From an optimization exercise on the open Yosys and OpenROAD flow, aimed at small area, a short achievable clock period and few clock cycles; shortcuts taken in it are not production practice.
The RTL was checked by simulation tests, not by an equivalence proof against the original design.
Power figures rest on the tool's default switching activity, not on a simulated workload.

==> run a: inputs <==
// sillar_fpu
module sillar_fpu (
    input  wire        clk,
    input  wire        rst,
    input  wire        in_valid,
    output wire        in_ready,
    input  wire [5:0]  in_op,
    input  wire [1:0]  in_rm,
    input  wire [31:0] in_a,
    input  wire [31:0] in_b,
    input  wire [31:0] in_c,
    output reg         out_valid,
    output reg  [31:0] out_res,
    output reg  [4:0]  out_flags
);
export LEC_CHECK = 0
export CAP_MARGIN = 20
export CORE_MARGIN = 2
export CORE_UTILIZATION = 40
export SLEW_MARGIN = 20
create_clock -name core_clock -period 22.0 [get_ports {clk}]
run.sh (not shown) runs the stock make flow with config.mk's settings and CLKGATE_MAP_FILE= SYNTH_SCRIPT=/design/flow/synth_recipe.tcl, a recipe that flattens the netlist after the stock synthesis.
==> inputs of run b, as changes to run a <==
--- a/flow/design.v
+++ b/flow/design.v
@@ -5,12 +5,13 @@
     input  wire        is_i2f,
     input  wire        is_f2i,
     input  wire [31:0] x,
     input  wire [31:0] y,
     input  wire [31:0] z,
     input  wire [7:0]  ez,       
+    input  wire [9:0]  epp,      
     input  wire        hx,       
     input  wire        hy,
     input  wire        hz,
     output reg  [31:0] res,
     output reg  [4:0]  flags
 );
@@ -52,18 +53,17 @@
     wire f2i_nan = nan_z;
     wire f2i_big = (ez > 8'd158) | ((ez == 8'd158) & (~x[31] | ~mz0));
     wire [23:0] mx = {hx, x[22:0]};
     wire [23:0] my = {hy, y[22:0]};
     wire [47:0] psn, pcn;
     fpu_mul u_mul (.x(mx), .y(my), .sn(psn), .cn(pcn));
-    wire [7:0] eze = ez;
-    wire [9:0] epp = {2'b0, ex} + {2'b0, ey};
-    wire signed [10:0] sh_raw = $signed({1'b0, epp}) - $signed({3'b0, eze}) - 11'sd100;
+    wire signed [10:0] ep = $signed({epp[9], epp});
+    wire signed [10:0] sh_raw = ep - $signed({3'b0, ez});
     wire big_c = ~c_zero & (p_zero | sh_raw[10]);
     wire over  = ~sh_raw[10] & (sh_raw[9:0] > 10'd75);
-    wire signed [10:0] e74 = big_c ? $signed({3'b0, eze}) : $signed({1'b0, epp}) - 11'sd100;
+    wire signed [10:0] e74 = big_c ? $signed({3'b0, ez}) : ep;
     wire [31:0] mz = is_i2f ? z : {hz, z[22:0], 8'd0};
     wire [106:0] ext = {mz, 75'd0} >> sh_raw[6:0];
     wire [74:0] al = big_c ? {mz, 43'd0} :
                      over  ? {74'd0, hz} :
                      {ext[106:33], |ext[32:0]};
     wire eff_sub = sp ^ sz;
@@ -182,24 +182,23 @@
     end
     wire [5:0] blk = {|q_mag[1:0], |q_mag[9:2], |q_mag[17:10], |q_mag[25:18],
                       |q_mag[33:26], |q_mag[41:34]};
     wire [5:0] blk_suf = {blk[5], |blk[5:4], |blk[5:3], |blk[5:2], |blk[5:1], |blk[5:0]};
     wire stc = |(gsel[5:0] & blk_suf);
     wire [6:0] lz = {lz_hi, lz_lo};
-    reg [33:0] w_f;
-    reg [2:0]  w_sh;
+    wire [33:0] n3 = cf << lz_lo;
+    reg [31:0] w_n;
     reg        w_stc;
     reg signed [10:0] w_e75;
     reg [6:0]  w_lz;
     reg        w_rsign, w_zsign, w_nan, w_inv, w_inf, w_infs, w_misc, w_mzero;
     reg [1:0]  w_rm;
     reg [4:0]  w_mflags;
     always @(posedge clk) begin
-        w_f      <= cf;
-        w_sh     <= lz_lo;
-        w_stc    <= stc;
+        w_n      <= n3[33:2];
+        w_stc    <= stc | (|n3[1:0]);
         w_e75    <= q_e74 + 11'sd1;
         w_lz     <= lz;
         w_rsign  <= q_rsign;
         w_zsign  <= q_zsign;
         w_nan    <= q_nan;
         w_inv    <= q_inv;
@@ -210,16 +209,15 @@
         w_rm     <= q_rm;
         w_mflags <= q_mflags;
     end
     wire signed [10:0] e_lead  = w_e75 - $signed({4'd0, w_lz});
     wire signed [10:0] e_lead1 = w_e75 + 11'sd1 - $signed({4'd0, w_lz});
     wire tiny = (e_lead < 11'sd1);
-    wire [33:0] norm = w_f << w_sh;
-    wire [23:0] mant  = norm[33:10];
-    wire        guard = norm[9];
-    wire        stick = (|norm[8:0]) | w_stc;
+    wire [23:0] mant  = w_n[31:8];
+    wire        guard = w_n[7];
+    wire        stick = (|w_n[6:0]) | w_stc;
     wire        inexact = guard | stick;
     reg         round_up;
     always @(*) begin
         case (w_rm)
             2'd0:    round_up = guard & (stick | mant[0]);
             2'd1:    round_up = w_rsign & inexact;
@@ -232,13 +230,13 @@
     wire [22:0] frac_r   = round_up ? mant_inc[22:0] : mant[22:0];
     wire signed [10:0] e_fin = carry ? e_lead1 : e_lead;
     wire overflow = carry ? (e_lead1 > 11'sd254) : (e_lead > 11'sd254);
     wire ovf_to_inf = (w_rm == 2'd0) || (w_rm == 2'd1 && w_rsign) || (w_rm == 2'd3 && !w_rsign);
     always @(*) begin
         if (w_misc) begin
-            res = w_f[33:2]; flags = w_mflags;
+            res = w_n; flags = w_mflags;
         end else if (w_nan) begin
             res = QNAN; flags = {4'd0, w_inv};
         end else if (w_inf) begin
             res = {w_infs, 8'hFF, 23'd0}; flags = 5'd0;
         end else if (w_mzero) begin
             res = {w_zsign, 31'd0}; flags = 5'd0;
@@ -1955,14 +1953,14 @@
     wire ffa = &a[30:23], ffb = &b[30:23];
     wire nan_a  = ffa & (a[22:0] != 23'd0);
     wire nan_b  = ffb & (b[22:0] != 23'd0);
     wire snan_a = nan_a & ~a[22];
     wire snan_b = nan_b & ~b[22];
     wire za = (a[30:23] == 8'd0), zb = (b[30:23] == 8'd0);
-    wire [30:0] ma = za ? 31'd0 : a[30:0];
-    wire [30:0] mb = zb ? 31'd0 : b[30:0];
+    wire [30:0] ma = a[30:0];
+    wire [30:0] mb = b[30:0];
     wire sa = a[31], sb = b[31];
     wire m_lt = (ma < mb);
     wire m_eq = (ma == mb);
     wire both_zero = za & zb;
     wire k_eq = (sa == sb) & m_eq;
     wire k_lt = (sa & ~sb) | (~sa & ~sb & m_lt) | (sa & sb & ~m_lt & ~m_eq);
@@ -2040,62 +2038,66 @@
     input  wire [31:0] in_c,
     output reg         out_valid,
     output reg  [31:0] out_res,
     output reg  [4:0]  out_flags
 );
     assign in_ready = 1'b1;
-    wire d_add = (in_op == 6'h00);
-    wire d_sub = (in_op == 6'h01);
-    wire d_fma = (in_op == 6'h03) | (in_op == 6'h04);
-    wire d_i2f = (in_op == 6'h0B);
-    wire d_f2i = (in_op == 6'h0C);
-    wire d_raw = (in_op == 6'h09) | (in_op == 6'h0A);
-    wire d_one = d_add | d_sub | d_i2f | d_f2i;
+    wire [5:0] o = in_op;
+    wire d_as  = ~o[4] & ~o[3] & ~o[2] & ~o[1];           
+    wire d_sub = d_as & o[0];
+    wire d_fma = ~o[4] & ~o[3] & (o[2] | (o[1] & o[0]));   
+    wire d_i2f = o[3] & o[1] & o[0];
+    wire d_f2i = o[3] & o[2];
+    wire d_raw = o[3] & (o[1] ^ o[0]);                   
+    wire d_one = d_as | d_i2f | d_f2i;
     wire za = (in_a[30:23] == 8'd0);
     wire zb = (in_b[30:23] == 8'd0);
     wire zc = (in_c[30:23] == 8'd0);
     wire [31:0] d_x = d_i2f ? {in_a[31], 8'd159, 23'd0} :
                       d_f2i ? {in_a[31], 8'd172, 23'd0} :
                       {in_a[31:23], in_a[22:0] & {23{~za | d_raw}}};
+    wire [9:0]  d_epp = d_i2f ? 10'd186 : d_f2i ? 10'd199 :
+                        {2'd0, in_a[30:23]} + (d_one ? 10'd27 : {2'd0, in_b[30:23]} - 10'd100);
     wire        d_hx = d_i2f ? in_a[31] : ~d_f2i & ~za;
     wire [31:0] d_y = d_one ? 32'h3F80_0000 : {in_b[31:23], in_b[22:0] & {23{~zb}}};
     wire        d_hy = d_one | ~zb;
     wire [31:0] bm = {in_b[31:23], in_b[22:0] & {23{~zb}}};
     wire [31:0] cm = {in_c[31:23], in_c[22:0] & {23{~zc}}};
     wire [31:0] am = {in_a[31:23], in_a[22:0] & {23{~za}}};
-    wire [31:0] d_z = d_add ? bm :
-                      d_sub ? {~bm[31], bm[30:0]} :
+    wire [31:0] d_z = d_as  ? {bm[31] ^ o[0], bm[30:0]} :
                       d_fma ? cm :
                       d_f2i ? {1'b0, am[30:0]} :
                       d_i2f ? in_a : 32'd0;
-    wire        d_hz = d_add | d_sub ? ~zb : d_fma ? ~zc : d_f2i & ~za;
+    wire        d_hz = d_as ? ~zb : d_fma ? ~zc : d_f2i & ~za;
     wire [7:0]  d_ez = d_i2f ? 8'd158 : d_z[30:23];
     reg        v0;
     reg [5:0]  op0;
     reg [1:0]  rm0;
     reg [31:0] x0, y0, z0;
     reg [7:0]  ez0;
+    reg [9:0]  epp0;
     reg        hx0, hy0, hz0, i2f0, f2i0;
     always @(posedge clk) begin
         v0   <= in_valid & ~rst;
         op0  <= in_op;
         rm0  <= in_rm;
         x0   <= d_x;
         y0   <= d_y;
         z0   <= d_z;
         ez0  <= d_ez;
+        epp0 <= d_epp;
         hx0  <= d_hx;
         hy0  <= d_hy;
         hz0  <= d_hz;
         i2f0 <= d_i2f;
         f2i0 <= d_f2i;
     end
     wire [31:0] res4;
     wire [4:0]  flags4;
     fpu_fma u_fma (.clk(clk), .op(op0), .rm(rm0), .is_i2f(i2f0), .is_f2i(f2i0),
-                   .x(x0), .y(y0), .z(z0), .ez(ez0), .hx(hx0), .hy(hy0), .hz(hz0),
+                   .x(x0), .y(y0), .z(z0), .ez(ez0), .epp(epp0), .hx(hx0), .hy(hy0), .hz(hz0),
                    .res(res4), .flags(flags4));
     reg v1, v2, v3;
     always @(posedge clk) begin
         v1 <= v0 & ~rst;
         v2 <= v1 & ~rst;
         v3 <= v2 & ~rst;
==> summary.md <==
| Metric | Value |
|---|---|
| Sequential-to-total area share from yosys stat | `0.218` |
| Fraction of area in clock buffers and inverters | `0.0403` |
| Avg Cell Area, Syn | `9.07 sq um` |
| Buffer share of cell area | `0.0401` |
| Clock share of power | `0.145` |
| Hold WS | `325 ps` |
| Mux cell area share after synthesis | `0.0713` |
| WP data required | `22590 ps` |
| HPWL after detailed placement | `129 mm` |
| Synth Instances | `5246` |
| Synth top cells by count | `646 x and2_1, 543 x fa_1, 518 x dfxtp_1, 470 x inv_1, 354 x nor2_1` |
| Die Y | `349 microns` |
| Status | `timing/DRC/antenna clean` |
| WL met1 | `73.7 mm` |
| Switching pwr | `3.67 mW` |
# the run above: run a

==> summary.md <==
| Metric | Value |
|---|---|
| Status | `timing/DRC/antenna clean` |
| Power Internal | `3.46 mW` |
| Buffer share of cell area | `0.0403` |
| Synth Instances | `5270` |
| Largest net degree at the start of global routing | `70` |
| HPWL after detailed placement | `128 mm` |
| Avg Cell Area, Syn | `8.99 sq um` |
| Sequential-to-total area share from yosys stat | `0.222` |
| WP data required | `22560 ps` |
| Hold WS | `321 ps` |
| Synth top cells by count | `556 x and2_1, 543 x fa_1, 526 x dfxtp_1, 461 x inv_1, 394 x nor2_1` |
| Fraction of area in clock buffers and inverters | `0.0397` |
# the run above: run b

Testbench counts of run a, summed over its fixed seeds: cycles 48,040.
Testbench counts of run b, summed over its fixed seeds: cycles 48,040.


==> inputs of job 3428 <==
Another version of the RTL of sillar_fpu (not shown whole).
Design sillar_fpu, start of the top module:
module sillar_fpu (
    input  wire        clk,
    input  wire        rst,
    input  wire        in_valid,
    output wire        in_ready,
    input  wire [5:0]  in_op,
    input  wire [1:0]  in_rm,
    input  wire [31:0] in_a,
    input  wire [31:0] in_b,
    input  wire [31:0] in_c,
    output reg         out_valid,
    output reg  [31:0] out_res,
    output reg  [4:0]  out_flags
);
    assign in_ready = 1'b1;
    wire [5:0] o = in_op;
    wire d_as  = ~o[4] & ~o[3] & ~o[2] & ~o[1];           
    wire d_fma = ~o[4] & ~o[3] & (o[2] | (o[1] & o[0]));   
    wire d_i2f = o[3] & o[1] & o[0];
    wire d_f2i = o[3] & o[2];
    wire d_one = d_as | d_i2f | d_f2i;
    wire za = (in_a[30:23] == 8'd0);
    wire zb = (in_b[30:23] == 8'd0);
    wire zc = (in_c[30:23] == 8'd0);
    reg        v0;
    reg [5:0]  op0;
    reg [1:0]  rm0;
    reg [31:0] x0, y0, c0;
    reg [7:0]  ex0, ey0, ez0;
    reg        hx0, xm0, hy0, ym0, one0, hz0, sz0, zb0, zc0, i2f0, f2i0;
    always @(posedge clk) begin
        v0   <= in_valid & ~rst;
        op0  <= in_op;
        rm0  <= in_rm;
        x0   <= in_a;
        y0   <= in_b;
        c0   <= in_c;
        ex0  <= d_i2f ? 8'd159 : d_f2i ? 8'd172 : in_a[30:23];
        ey0  <= d_one ? 8'd127 : in_b[30:23];
        ez0  <= d_as ? in_b[30:23] : d_fma ? in_c[30:23] :
                d_i2f ? 8'd158 : d_f2i ? in_a[30:23] : 8'd0;
        hx0  <= d_i2f ? in_a[31] : ~d_f2i & ~za;
        xm0  <= ~o[3] & ~za;
        hy0  <= d_one | ~zb;
        ym0  <= ~d_one & ~zb;
        one0 <= d_one;
        hz0  <= d_as ? ~zb : d_fma ? ~zc : d_f2i & ~za;
        sz0  <= d_as ? in_b[31] ^ o[0] : d_fma & in_c[31];
        zb0  <= d_as;
        zc0  <= d_fma;
        i2f0 <= d_i2f;
        f2i0 <= d_f2i;
    end
    wire [31:0] res4;
    wire [4:0]  flags4;
    fpu_fma u_fma (.clk(clk), .op(op0), .rm(rm0), .is_i2f(i2f0), .is_f2i(f2i0),
                   .x(x0), .y(y0), .c(c0), .ex(ex0), .ey(ey0), .ez(ez0),
                   .hx(hx0), .xm(xm0), .hy(hy0), .ym(ym0), .one(one0),
                   .hz(hz0), .sz(sz0), .zb(zb0), .zc(zc0),
                   .res(res4), .flags(flags4));
    reg v1, v2, v3;
    always @(posedge clk) begin
        v1 <= v0 & ~rst;
        v2 <= v1 & ~rst;
        v3 <= v2 & ~rst;
    end
    always @(posedge clk) begin
  ...
==> flow/config.mk <==
export PLATFORM = sky130hd
export DESIGN_NAME = sillar_fpu
export DESIGN_NICKNAME = sillar_fpu
export VERILOG_FILES = /design/flow/design.v
export SDC_FILE = /design/flow/constraint.sdc
export NUM_CORES = 4
export LEC_CHECK = 0
export CAP_MARGIN = 50
export CORE_MARGIN = 2
export CORE_UTILIZATION = 40
export SLEW_MARGIN = 70
==> flow/constraint.sdc <==
create_clock -name core_clock -period 22.0 [get_ports {clk}]
set_input_delay 4.4000 -clock core_clock [delete_from_list [all_inputs] [get_ports {clk}]]
set_output_delay 4.4000 -clock core_clock [all_outputs]
set_load 0.01 [all_outputs]
standard.sh (not shown) runs the stock make flow with config.mk's settings and CLKGATE_MAP_FILE= SYNTH_SCRIPT=/design/flow/synth_recipe.tcl, a recipe that flattens the netlist after the stock synthesis.
==> flow/flow/run.sh <==
#!/bin/bash
# The standard layout (standard.sh, unchanged), except that the port
# buffers that global placement inserts on every input and output are
# sky130_fd_sc_hd__buf_4 rather than the default pick, a slow delay cell.
# ORFS writes each tool's log under orfs/logs; make's own output goes to
# standard.log here.
set -euo pipefail
cd "$(dirname "$0")/.."
export BUFFER_PORTS_ARGS="-buffer_cell sky130_fd_sc_hd__buf_4"
bash standard.sh > standard.log 2>&1
==> inputs of job 9660, as changes to job 3428 <==
--- a/flow/design.v
+++ b/flow/design.v
@@ -61,56 +61,56 @@
     wire [23:0] mx = {hx, x[22:0] & {23{xm}}};
     wire [23:0] my = {hy, y[22:0] & {23{ym}}};
     wire [47:0] psn, pcn;
     fpu_mul u_mul (.x(mx), .y(my), .sn(psn), .cn(pcn));
     wire [8:0] epp = {1'b0, ex} + {1'b0, ey};
     wire signed [10:0] ep = $signed({2'b0, epp}) - 11'sd100;
     wire signed [10:0] sh_raw = ep - $signed({3'b0, ez});
     wire big_c = ~c_zero & (p_zero | sh_raw[10]);
-    wire signed [10:0] sh_ov = $signed({2'b0, epp}) + $signed({3'b111, ~ez}) - 11'sd175;
-    wire over  = ~sh_ov[10];
+    wire over  = ~sh_raw[10] & (sh_raw[9:0] > 10'd75);
     wire signed [10:0] e74 = big_c ? $signed({3'b0, ez}) : ep;
     wire [31:0] mz = is_i2f ? x : {hz, zf & {23{hz}}, 8'd0};
     wire [106:0] ext = {mz, 75'd0} >> sh_raw[6:0];
     wire [74:0] al = big_c ? {mz, 43'd0} :
                      over  ? {74'd0, hz} :
                      {ext[106:33], |ext[32:0]};
     wire eff_sub = sp ^ sz;
     wire [74:0] alx = al ^ {75{eff_sub}};
-    reg [47:0] r_psn, r_pcn;
-    reg [74:0] r_aln;
+    wire [74:0] aln1 = ~(misc ? {38'd0, misc_flags, misc_res} : alx);
+    wire [48:0] tn_b1 = {1'b1, psn};
+    wire [48:0] tn_c1 = {1'b1, pcn};
+    wire [48:0] un_s1 = aln1[49:1] ^ tn_b1 ^ tn_c1;
+    wire [47:0] un_c1 = (aln1[48:1] & psn) | (pcn & (aln1[48:1] ^ psn));
+    reg [74:0] r_usn;        
+    reg [49:2] r_ucn;        
     reg        r_sub;
     reg signed [10:0] r_e74;
     reg        r_sp, r_zsign, r_nan, r_inv, r_inf, r_infs, r_misc, r_f2i, r_fnan, r_fbig;
     reg [1:0]  r_rm;
     always @(posedge clk) begin
-        r_psn   <= psn;
-        r_pcn   <= pcn;
-        r_aln   <= ~(misc ? {38'd0, misc_flags, misc_res} : alx);
+        r_usn   <= {aln1[74:50], un_s1, aln1[0]};
+        r_ucn   <= un_c1;
         r_sub   <= eff_sub;
         r_e74   <= e74;
         r_sp    <= sp;
         r_zsign <= zsign;
         r_nan   <= spec_nan;
         r_inv   <= spec_inv;
         r_inf   <= spec_inf;
         r_infs  <= spec_infs;
         r_rm    <= rm;
         r_misc  <= misc;
         r_f2i   <= is_f2i;
         r_fnan  <= f2i_nan;
         r_fbig  <= f2i_big;
     end
-    wire [74:0] r_al = ~r_aln;
-    wire [76:0] tn_a = {~r_sub, ~r_sub, r_aln[74:2], r_f2i ? 2'd0 : r_aln[1:0]};
-    wire [76:0] tn_b = {{28{1'b1}}, r_psn, 1'b1};
-    wire [76:0] tn_c = {{28{1'b1}}, r_pcn, 1'b1};
-    wire [76:0] un_s = tn_a ^ tn_b ^ tn_c;
-    wire [76:0] un_c = {(tn_a[75:0] & tn_b[75:0]) | (tn_c[75:0] & (tn_a[75:0] ^ tn_b[75:0])), 1'b1};
+    wire [74:0] r_al = ~r_usn;
+    wire [76:0] un_s = {~r_sub, ~r_sub, r_usn[74:2], r_f2i ? 2'd0 : r_usn[1:0]};
+    wire [76:0] un_c = {{27{1'b1}}, r_ucn, 2'b11};
     wire [76:0] hp = un_s ^ un_c;
     reg  [76:0] gg, pp, gn, pn;
     integer l, k;
     always @(*) begin
         gg = ~(un_s | un_c);
         pp = hp;
         for (l = 0; l < 7; l = l + 1) begin
             gn = gg;
@@ -1962,21 +1962,19 @@
     wire nan_a  = ffa & (a[22:0] != 23'd0);
     wire nan_b  = ffb & (b[22:0] != 23'd0);
     wire snan_a = nan_a & ~a[22];
     wire snan_b = nan_b & ~b[22];
     wire za = (a[30:23] == 8'd0), zb = (b[30:23] == 8'd0);
     wire [30:0] ma = za ? 31'd0 : a[30:0];
     wire [30:0] mb = zb ? 31'd0 : b[30:0];
     wire sa = a[31], sb = b[31];
-    wire r_lt = (a[30:0] < b[30:0]);
-    wire r_eq = (a[30:0] == b[30:0]);
+    wire m_lt = (ma < mb);
+    wire m_eq = (ma == mb);
     wire both_zero = za & zb;
-    wire m_lt = za ? ~zb : ~zb & r_lt;
-    wire m_eq = both_zero | (~za & ~zb & r_eq);
     wire k_eq = (sa == sb) & m_eq;
     wire k_lt = (sa & ~sb) | (~sa & ~sb & m_lt) | (sa & sb & ~m_lt & ~m_eq);
     wire v_eq = k_eq | both_zero;
     wire v_lt = k_lt & ~both_zero;
     wire is_min = ~op[4] & ~op[3];      
     wire sel_a  = is_min ? (k_lt | k_eq) : ~k_lt;
     wire [31:0] fa = {sa, ma}, fb = {sb, mb};
     always @(*) begin
@@ -2052,16 +2050,17 @@
 );
     assign in_ready = 1'b1;
     wire [5:0] o = in_op;
     wire d_as  = ~o[4] & ~o[3] & ~o[2] & ~o[1];           
     wire d_fma = ~o[4] & ~o[3] & (o[2] | (o[1] & o[0]));   
     wire d_i2f = o[3] & o[1] & o[0];
     wire d_f2i = o[3] & o[2];
     wire d_one = d_as | d_i2f | d_f2i;
+    wire d_prd = ~o[4] & ~o[3] & ~(o[2] & (o[1] | o[0]));   
     wire za = (in_a[30:23] == 8'd0);
     wire zb = (in_b[30:23] == 8'd0);
     wire zc = (in_c[30:23] == 8'd0);
     reg        v0;
     reg [5:0]  op0;
     reg [1:0]  rm0;
     reg [31:0] x0, y0, c0;
     reg [7:0]  ex0, ey0, ez0;
@@ -2072,18 +2071,18 @@
         rm0  <= in_rm;
         x0   <= in_a;
         y0   <= in_b;
         c0   <= in_c;
         ex0  <= d_i2f ? 8'd159 : d_f2i ? 8'd172 : in_a[30:23];
         ey0  <= d_one ? 8'd127 : in_b[30:23];
         ez0  <= d_as ? in_b[30:23] : d_fma ? in_c[30:23] :
                 d_i2f ? 8'd158 : d_f2i ? in_a[30:23] : 8'd0;
-        hx0  <= d_i2f ? in_a[31] : ~d_f2i & ~za;
-        xm0  <= ~o[3] & ~za;
+        hx0  <= d_i2f ? in_a[31] : d_prd & ~za;
+        xm0  <= d_prd & ~za;
         hy0  <= d_one | ~zb;
         ym0  <= ~d_one & ~zb;
         one0 <= d_one;
         hz0  <= d_as ? ~zb : d_fma ? ~zc : d_f2i & ~za;
         sz0  <= d_as ? in_b[31] ^ o[0] : d_fma & in_c[31];
         zb0  <= d_as;
         zc0  <= d_fma;
         i2f0 <= d_i2f;
==> flow/run.sh (new file) <==
#!/bin/bash
# synth_recipe.tcl (not shown) runs the flow's synth.tcl, then flattens the netlist and writes it again
# the make line also repeats each setting of config.mk as NAME=value (left out here)
make -C /OpenROAD-flow-scripts/flow DESIGN_CONFIG=/design/flow/config.mk WORK_HOME=/design/flow/orfs CLKGATE_MAP_FILE= SYNTH_SCRIPT=/design/flow/synth_recipe.tcl finish
CAP_MARGIN = 20   (was 50)
SLEW_MARGIN = 20   (was 70)
removed: flow/flow/run.sh
removed: flow/standard.sh
==> inputs of job 8462, as changes to job 3428 <==
--- a/flow/design.v
+++ b/flow/design.v
@@ -1,80 +1,72 @@
 module fpu_fma (
     input  wire        clk,
     input  wire [5:0]  op,
     input  wire [1:0]  rm,
     input  wire        is_i2f,
     input  wire        is_f2i,
     input  wire [31:0] x,
     input  wire [31:0] y,
-    input  wire [31:0] c,
-    input  wire [7:0]  ex,       
-    input  wire [7:0]  ey,
-    input  wire [7:0]  ez,
+    input  wire [31:0] z,
+    input  wire [7:0]  ez,       
+    input  wire [9:0]  epp,      
     input  wire        hx,       
-    input  wire        xm,       
     input  wire        hy,
-    input  wire        ym,       
-    input  wire        one,      
     input  wire        hz,
-    input  wire        sz,       
-    input  wire        zb,       
-    input  wire        zc,       
     output reg  [31:0] res,
     output reg  [4:0]  flags
 );
     localparam QNAN = 32'h7FC0_0000;
     wire is_mul  = (op == 6'h02);
     wire is_msub = (op == 6'h04);
     wire use_cmp = op[4] | (op[3:0] == 4'h7) | (op[3:0] == 4'h8);
     wire use_abs = ~op[4] & (op[3:0] == 4'h9);
     wire use_neg = ~op[4] & (op[3:0] == 4'hA);
     wire misc    = use_cmp | use_abs | use_neg;
     wire [31:0] cmp_res;
     wire [4:0]  cmp_flags;
     fpu_cmp u_cmp (.op(op), .a(x), .b(y), .res(cmp_res), .flags(cmp_flags));
     wire [31:0] misc_res   = use_cmp ? cmp_res : {use_neg & ~x[31], x[30:0]};
     wire [4:0]  misc_flags = use_cmp ? cmp_flags : 5'd0;
-    wire [22:0] zf = zb ? y[22:0] : zc ? c[22:0] : x[22:0];
+    wire [7:0] ex = x[30:23], ey = y[30:23];
     wire zero_x = ~hx, zero_y = ~hy;
-    wire fx = &x[30:23], fy = &y[30:23] & ~one, fz = &ez;
-    wire mx0 = (x[22:0] == 23'd0), my0 = (y[22:0] == 23'd0), mz0 = (zf == 23'd0);
+    wire fx = &ex, fy = &ey, fz = &ez;
+    wire mx0 = (x[22:0] == 23'd0), my0 = (y[22:0] == 23'd0), mz0 = (z[22:0] == 23'd0);
     wire inf_x = fx & mx0, inf_y = fy & my0, inf_z = fz & mz0;
     wire nan_x = fx & ~mx0, nan_y = fy & ~my0, nan_z = fz & ~mz0;
-    wire snan_any = (nan_x & ~x[22]) | (nan_y & ~y[22]) | (nan_z & ~zf[22]);
+    wire snan_any = (nan_x & ~x[22]) | (nan_y & ~y[22]) | (nan_z & ~z[22]);
     wire nan_any  = nan_x | nan_y | nan_z;
-    wire sp_fp     = x[31] ^ (y[31] & ~one) ^ is_msub;
+    wire sp_fp     = x[31] ^ y[31] ^ is_msub;
     wire p_inf     = inf_x | inf_y;
     wire p_invalid = (inf_x & zero_y) | (inf_y & zero_x);
-    wire inf_inf   = p_inf & inf_z & (sp_fp != sz);
+    wire inf_inf   = p_inf & inf_z & (sp_fp != z[31]);
     wire sp     = sp_fp;
+    wire sz     = z[31] & ~is_i2f;
     wire p_zero = (zero_x | zero_y) & ~is_f2i;
     wire c_zero = ~hz & ~is_i2f;
     wire spec_nan  = ~is_i2f & (nan_any | p_invalid | inf_inf);
     wire spec_inv  = ~is_i2f & (snan_any | (~nan_any & (p_invalid | inf_inf)));
     wire spec_inf  = ~is_i2f & (p_inf | inf_z);
-    wire spec_infs = p_inf ? sp_fp : sz;
+    wire spec_infs = p_inf ? sp_fp : z[31];
     wire zsign = is_mul ? sp :
                  is_i2f ? 1'b0 :
                  (p_zero & c_zero & (sp == sz)) ? sp : (rm == 2'd1);
     wire f2i_nan = nan_z;
     wire f2i_big = (ez > 8'd158) | ((ez == 8'd158) & (~x[31] | ~mz0));
-    wire [23:0] mx = {hx, x[22:0] & {23{xm}}};
-    wire [23:0] my = {hy, y[22:0] & {23{ym}}};
+    wire [23:0] mx = {hx, x[22:0]};
+    wire [23:0] my = {hy, y[22:0]};
     wire [47:0] psn, pcn;
     fpu_mul u_mul (.x(mx), .y(my), .sn(psn), .cn(pcn));
-    wire [8:0] epp = {1'b0, ex} + {1'b0, ey};
-    wire signed [10:0] ep = $signed({2'b0, epp}) - 11'sd100;
+    wire signed [10:0] ep = $signed({epp[9], epp});
     wire signed [10:0] sh_raw = ep - $signed({3'b0, ez});
     wire big_c = ~c_zero & (p_zero | sh_raw[10]);
-    wire signed [10:0] sh_ov = $signed({2'b0, epp}) + $signed({3'b111, ~ez}) - 11'sd175;
-    wire over  = ~sh_ov[10];
+    wire over  = ~sh_raw[10] & (sh_raw[9:0] > 10'd75);
     wire signed [10:0] e74 = big_c ? $signed({3'b0, ez}) : ep;
-    wire [31:0] mz = is_i2f ? x : {hz, zf & {23{hz}}, 8'd0};
+    wire [31:0] mz = is_i2f ? z : {hz, z[22:0], 8'd0};
     wire [106:0] ext = {mz, 75'd0} >> sh_raw[6:0];
     wire [74:0] al = big_c ? {mz, 43'd0} :
                      over  ? {74'd0, hz} :
                      {ext[106:33], |ext[32:0]};
     wire eff_sub = sp ^ sz;
     wire [74:0] alx = al ^ {75{eff_sub}};
     reg [47:0] r_psn, r_pcn;
     reg [74:0] r_aln;
@@ -1959,24 +1951,22 @@
 );
     localparam QNAN = 32'h7FC0_0000;
     wire ffa = &a[30:23], ffb = &b[30:23];
     wire nan_a  = ffa & (a[22:0] != 23'd0);
     wire nan_b  = ffb & (b[22:0] != 23'd0);
     wire snan_a = nan_a & ~a[22];
     wire snan_b = nan_b & ~b[22];
     wire za = (a[30:23] == 8'd0), zb = (b[30:23] == 8'd0);
-    wire [30:0] ma = za ? 31'd0 : a[30:0];
-    wire [30:0] mb = zb ? 31'd0 : b[30:0];
+    wire [30:0] ma = a[30:0];
+    wire [30:0] mb = b[30:0];
     wire sa = a[31], sb = b[31];
-    wire r_lt = (a[30:0] < b[30:0]);
-    wire r_eq = (a[30:0] == b[30:0]);
+    wire m_lt = (ma < mb);
+    wire m_eq = (ma == mb);
     wire both_zero = za & zb;
-    wire m_lt = za ? ~zb : ~zb & r_lt;
-    wire m_eq = both_zero | (~za & ~zb & r_eq);
     wire k_eq = (sa == sb) & m_eq;
     wire k_lt = (sa & ~sb) | (~sa & ~sb & m_lt) | (sa & sb & ~m_lt & ~m_eq);
     wire v_eq = k_eq | both_zero;
     wire v_lt = k_lt & ~both_zero;
     wire is_min = ~op[4] & ~op[3];      
     wire sel_a  = is_min ? (k_lt | k_eq) : ~k_lt;
     wire [31:0] fa = {sa, ma}, fb = {sb, mb};
     always @(*) begin
@@ -2048,58 +2038,68 @@
     input  wire [31:0] in_c,
     output reg         out_valid,
     output reg  [31:0] out_res,
     output reg  [4:0]  out_flags
 );
     assign in_ready = 1'b1;
     wire [5:0] o = in_op;
     wire d_as  = ~o[4] & ~o[3] & ~o[2] & ~o[1];           
+    wire d_sub = d_as & o[0];
     wire d_fma = ~o[4] & ~o[3] & (o[2] | (o[1] & o[0]));   
     wire d_i2f = o[3] & o[1] & o[0];
     wire d_f2i = o[3] & o[2];
+    wire d_raw = o[3] & (o[1] ^ o[0]);                   
     wire d_one = d_as | d_i2f | d_f2i;
     wire za = (in_a[30:23] == 8'd0);
     wire zb = (in_b[30:23] == 8'd0);
     wire zc = (in_c[30:23] == 8'd0);
+    wire [31:0] d_x = d_i2f ? {in_a[31], 8'd159, 23'd0} :
+                      d_f2i ? {in_a[31], 8'd172, 23'd0} :
+                      {in_a[31:23], in_a[22:0] & {23{~za | d_raw}}};
+    wire [9:0]  d_epp = d_i2f ? 10'd186 : d_f2i ? 10'd199 :
+                        {2'd0, in_a[30:23]} + (d_one ? 10'd27 : {2'd0, in_b[30:23]} - 10'd100);
+    wire        d_hx = d_i2f ? in_a[31] : ~d_f2i & ~za;
+    wire [31:0] d_y = d_one ? 32'h3F80_0000 : {in_b[31:23], in_b[22:0] & {23{~zb}}};
+    wire        d_hy = d_one | ~zb;
+    wire [31:0] bm = {in_b[31:23], in_b[22:0] & {23{~zb}}};
+    wire [31:0] cm = {in_c[31:23], in_c[22:0] & {23{~zc}}};
+    wire [31:0] am = {in_a[31:23], in_a[22:0] & {23{~za}}};
+    wire [31:0] d_z = d_as  ? {bm[31] ^ o[0], bm[30:0]} :
+                      d_fma ? cm :
+                      d_f2i ? {1'b0, am[30:0]} :
+                      d_i2f ? in_a : 32'd0;
+    wire        d_hz = d_as ? ~zb : d_fma ? ~zc : d_f2i & ~za;
+    wire [7:0]  d_ez = d_i2f ? 8'd158 : d_z[30:23];
     reg        v0;
     reg [5:0]  op0;
     reg [1:0]  rm0;
-    reg [31:0] x0, y0, c0;
-    reg [7:0]  ex0, ey0, ez0;
-    reg        hx0, xm0, hy0, ym0, one0, hz0, sz0, zb0, zc0, i2f0, f2i0;
+    reg [31:0] x0, y0, z0;
+    reg [7:0]  ez0;
+    reg [9:0]  epp0;
+    reg        hx0, hy0, hz0, i2f0, f2i0;
     always @(posedge clk) begin
         v0   <= in_valid & ~rst;
         op0  <= in_op;
         rm0  <= in_rm;
-        x0   <= in_a;
-        y0   <= in_b;
-        c0   <= in_c;
-        ex0  <= d_i2f ? 8'd159 : d_f2i ? 8'd172 : in_a[30:23];
-        ey0  <= d_one ? 8'd127 : in_b[30:23];
-        ez0  <= d_as ? in_b[30:23] : d_fma ? in_c[30:23] :
-                d_i2f ? 8'd158 : d_f2i ? in_a[30:23] : 8'd0;
-        hx0  <= d_i2f ? in_a[31] : ~d_f2i & ~za;
-        xm0  <= ~o[3] & ~za;
-        hy0  <= d_one | ~zb;
-        ym0  <= ~d_one & ~zb;
-        one0 <= d_one;
-        hz0  <= d_as ? ~zb : d_fma ? ~zc : d_f2i & ~za;
-        sz0  <= d_as ? in_b[31] ^ o[0] : d_fma & in_c[31];
-        zb0  <= d_as;
-        zc0  <= d_fma;
+        x0   <= d_x;
+        y0   <= d_y;
+        z0   <= d_z;
+        ez0  <= d_ez;
+        epp0 <= d_epp;
+        hx0  <= d_hx;
+        hy0  <= d_hy;
+        hz0  <= d_hz;
         i2f0 <= d_i2f;
         f2i0 <= d_f2i;
     end
     wire [31:0] res4;
     wire [4:0]  flags4;
     fpu_fma u_fma (.clk(clk), .op(op0), .rm(rm0), .is_i2f(i2f0), .is_f2i(f2i0),
-                   .x(x0), .y(y0), .c(c0), .ex(ex0), .ey(ey0), .ez(ez0),
-                   .hx(hx0), .xm(xm0), .hy(hy0), .ym(ym0), .one(one0),
-                   .hz(hz0), .sz(sz0), .zb(zb0), .zc(zc0),
+                   .x(x0), .y(y0), .z(z0), .ez(ez0), .epp(epp0), .hx(hx0), .hy(hy0), .hz(hz0),
                    .res(res4), .flags(flags4));
     reg v1, v2, v3;
     always @(posedge clk) begin
         v1 <= v0 & ~rst;
         v2 <= v1 & ~rst;
         v3 <= v2 & ~rst;
     end
     always @(posedge clk) begin
==> flow/run.sh (new file) <==
#!/bin/bash
# synth_recipe.tcl (not shown) runs the flow's synth.tcl, then flattens the netlist and writes it again
# the make line also repeats each setting of config.mk as NAME=value (left out here)
make -C /OpenROAD-flow-scripts/flow DESIGN_CONFIG=/design/flow/config.mk WORK_HOME=/design/flow/orfs CLKGATE_MAP_FILE= SYNTH_SCRIPT=/design/flow/synth_recipe.tcl finish
CAP_MARGIN = 20   (was 50)
CTS_BUF_LIST = sky130_fd_sc_hd__clkbuf_8   (was unset)
SLEW_MARGIN = 20   (was 70)
removed: flow/flow/run.sh
removed: flow/standard.sh
==> inputs of job 7970, as changes to job 3428 <==
--- a/flow/design.v
+++ b/flow/design.v
@@ -61,18 +61,17 @@
     wire [23:0] mx = {hx, x[22:0] & {23{xm}}};
     wire [23:0] my = {hy, y[22:0] & {23{ym}}};
     wire [47:0] psn, pcn;
     fpu_mul u_mul (.x(mx), .y(my), .sn(psn), .cn(pcn));
     wire [8:0] epp = {1'b0, ex} + {1'b0, ey};
     wire signed [10:0] ep = $signed({2'b0, epp}) - 11'sd100;
     wire signed [10:0] sh_raw = ep - $signed({3'b0, ez});
     wire big_c = ~c_zero & (p_zero | sh_raw[10]);
-    wire signed [10:0] sh_ov = $signed({2'b0, epp}) + $signed({3'b111, ~ez}) - 11'sd175;
-    wire over  = ~sh_ov[10];
+    wire over  = ~sh_raw[10] & (sh_raw[9:0] > 10'd75);
     wire signed [10:0] e74 = big_c ? $signed({3'b0, ez}) : ep;
     wire [31:0] mz = is_i2f ? x : {hz, zf & {23{hz}}, 8'd0};
     wire [106:0] ext = {mz, 75'd0} >> sh_raw[6:0];
     wire [74:0] al = big_c ? {mz, 43'd0} :
                      over  ? {74'd0, hz} :
                      {ext[106:33], |ext[32:0]};
     wire eff_sub = sp ^ sz;
     wire [74:0] alx = al ^ {75{eff_sub}};
@@ -1962,21 +1961,19 @@
     wire nan_a  = ffa & (a[22:0] != 23'd0);
     wire nan_b  = ffb & (b[22:0] != 23'd0);
     wire snan_a = nan_a & ~a[22];
     wire snan_b = nan_b & ~b[22];
     wire za = (a[30:23] == 8'd0), zb = (b[30:23] == 8'd0);
     wire [30:0] ma = za ? 31'd0 : a[30:0];
     wire [30:0] mb = zb ? 31'd0 : b[30:0];
     wire sa = a[31], sb = b[31];
-    wire r_lt = (a[30:0] < b[30:0]);
-    wire r_eq = (a[30:0] == b[30:0]);
+    wire m_lt = (ma < mb);
+    wire m_eq = (ma == mb);
     wire both_zero = za & zb;
-    wire m_lt = za ? ~zb : ~zb & r_lt;
-    wire m_eq = both_zero | (~za & ~zb & r_eq);
     wire k_eq = (sa == sb) & m_eq;
     wire k_lt = (sa & ~sb) | (~sa & ~sb & m_lt) | (sa & sb & ~m_lt & ~m_eq);
     wire v_eq = k_eq | both_zero;
     wire v_lt = k_lt & ~both_zero;
     wire is_min = ~op[4] & ~op[3];      
     wire sel_a  = is_min ? (k_lt | k_eq) : ~k_lt;
     wire [31:0] fa = {sa, ma}, fb = {sb, mb};
     always @(*) begin
==> flow/run.sh (new file) <==
#!/bin/bash
# synth_recipe.tcl (not shown) runs the flow's synth.tcl, then flattens the netlist and writes it again
# the make line also repeats each setting of config.mk as NAME=value (left out here)
make -C /OpenROAD-flow-scripts/flow DESIGN_CONFIG=/design/flow/config.mk WORK_HOME=/design/flow/orfs CLKGATE_MAP_FILE= SYNTH_SCRIPT=/design/flow/synth_recipe.tcl finish
CAP_MARGIN = 20   (was 50)
SLEW_MARGIN = 20   (was 70)
removed: flow/flow/run.sh
removed: flow/standard.sh
==> key figures <==
Status
  • Status: timing/DRC/antenna clean

Route
  • Avg WL per Cell: 26.85 um
  • WL final: 188300 um
  • Initial detailed-routing violation count: 4780

Pwr
  • P_clk: approximately 0.0011 W
  • Comb power frac: approximately 62%

Hold path
  • Worst hold endpoint: u_fma.q_e74[3]

Worst setup path
  • WP data required: 22550 ps
  • Kind of critical path: flop to flop

Layout
  • Number of clock buffers in the layout: 84
  • Final Util: around 45%

Floorplanning
  • Core Rows: 125

GRT
  • GRT met1 Usage: about two fifths

Synthesis
  • Mapped Cells: between 5000 and 6000
That was job 7970.
==> key figures <==
Worst setup path
  • WP data required: 22660 ps
  • Kind of critical path: input pin to flop

Layout
  • Number of clock buffers in the layout: 110
  • Final Util: 44.57%

Route
  • Met2 Routed Length: 77610 um
  • Avg WL per Cell: between 20 and 30 um
  • Initial detailed-routing violation count: between 5000 and 6000

GRT
  • Total GRT Usage: 28.90%
  • GRT met1 Usage: 38.58%

Pwr
  • Comb power frac: 61.6%
  • P_clk: 0.00106 W

Synthesis
  • Mapped Cells: 5270
  • Post-synth cell types: 102

Status
  • Status: timing/DRC/antenna clean

Hold path
  • Worst hold endpoint: u_fma.w_mflags[0]
That was job 8462.
==> key figures <==
Pwr
  • Comb power frac: 56.7%
  • P_clk: 0.000971 W

Synthesis
  • Mapped Cells: 5231

Route
  • WL final: 179000 um
  • Initial detailed-routing violation count: 5308
  • Avg WL per Cell: about 27 um

GRT
  • GRT met1 Usage: about two fifths

Worst setup path
  • WP data required: approximately 23000 ps
  • Crit Reg-Reg Endpoint: u_fma.r_usn[29]
  • Kind of critical path: flop to flop

Layout
  • Number of clock buffers in the layout: 67
  • Final Util: 44.62%

Hold path
  • Hold Path Depth: 0
  • Worst hold endpoint: u_fma.w_infs

Status
  • Status: timing/DRC/antenna clean
That was job 9660.
==> key figures <==
Route
  • Initial detailed-routing violation count: 4858
  • WL final: 186000 um

Layout
  • Number of clock buffers in the layout: 79

GRT
  • GRT met1 Usage: 41.43%

Pwr
  • Comb power frac: 62.9%
  • P_clk: 0.00105 W

Synthesis
  • Mapped Cells: 5403

Floorplanning
  • Core Rows: approximately 130

Status
  • Status: timing/DRC/antenna clean
That was job 3428.
Testbench counts of job 3428, summed over its fixed seeds: cycles 48,040.
Testbench counts of job 9660, summed over its fixed seeds: cycles 48,040.
Testbench counts of job 8462, summed over its fixed seeds: cycles 48,040.
Testbench counts of job 7970, summed over its fixed seeds: cycles 48,040.

==> what the ideal ports hide <==
How much do the figures lean on ideal ports? The routed layouts below were timed once more, with nothing changed but the port constraints. Step 1, drivers: a clkbuf_16 drives clk and a buf_2 each remaining input, both assumed. Step 2, shift: input delay + t, output delay - t, t = (earliest + latest rising clock arrival at the registers) / 2. This alone moves slack from input paths to output paths. Three values: ideal, step 1, step 2; two values: the first two.
run	shift t [ns]	setup slack, ns	worst setup path at the end	worst slew at a driven data input, ns
run a	0.740	15.691 / 15.697 / 14.957	input to register	0.10
run b	0.757	13.870 / 13.925 / 13.168	input to register	0.10
job 3428	0.748	16.276 / 16.214 / 15.996	input to register	0.06
job 9660	0.720	15.056 / 15.056 / 15.056	register to register	0.05
job 8462	0.824	13.940 / 13.988 / 13.164	input to register	0.11
job 7970	0.734	15.610 / 15.610 / 15.541	input to register	0.07
After both steps every run listed still meets setup and hold. For job 8462, which loses most, drivers alone change the setup slack by +0.048 ns; drivers and shift together by -0.776 ns.
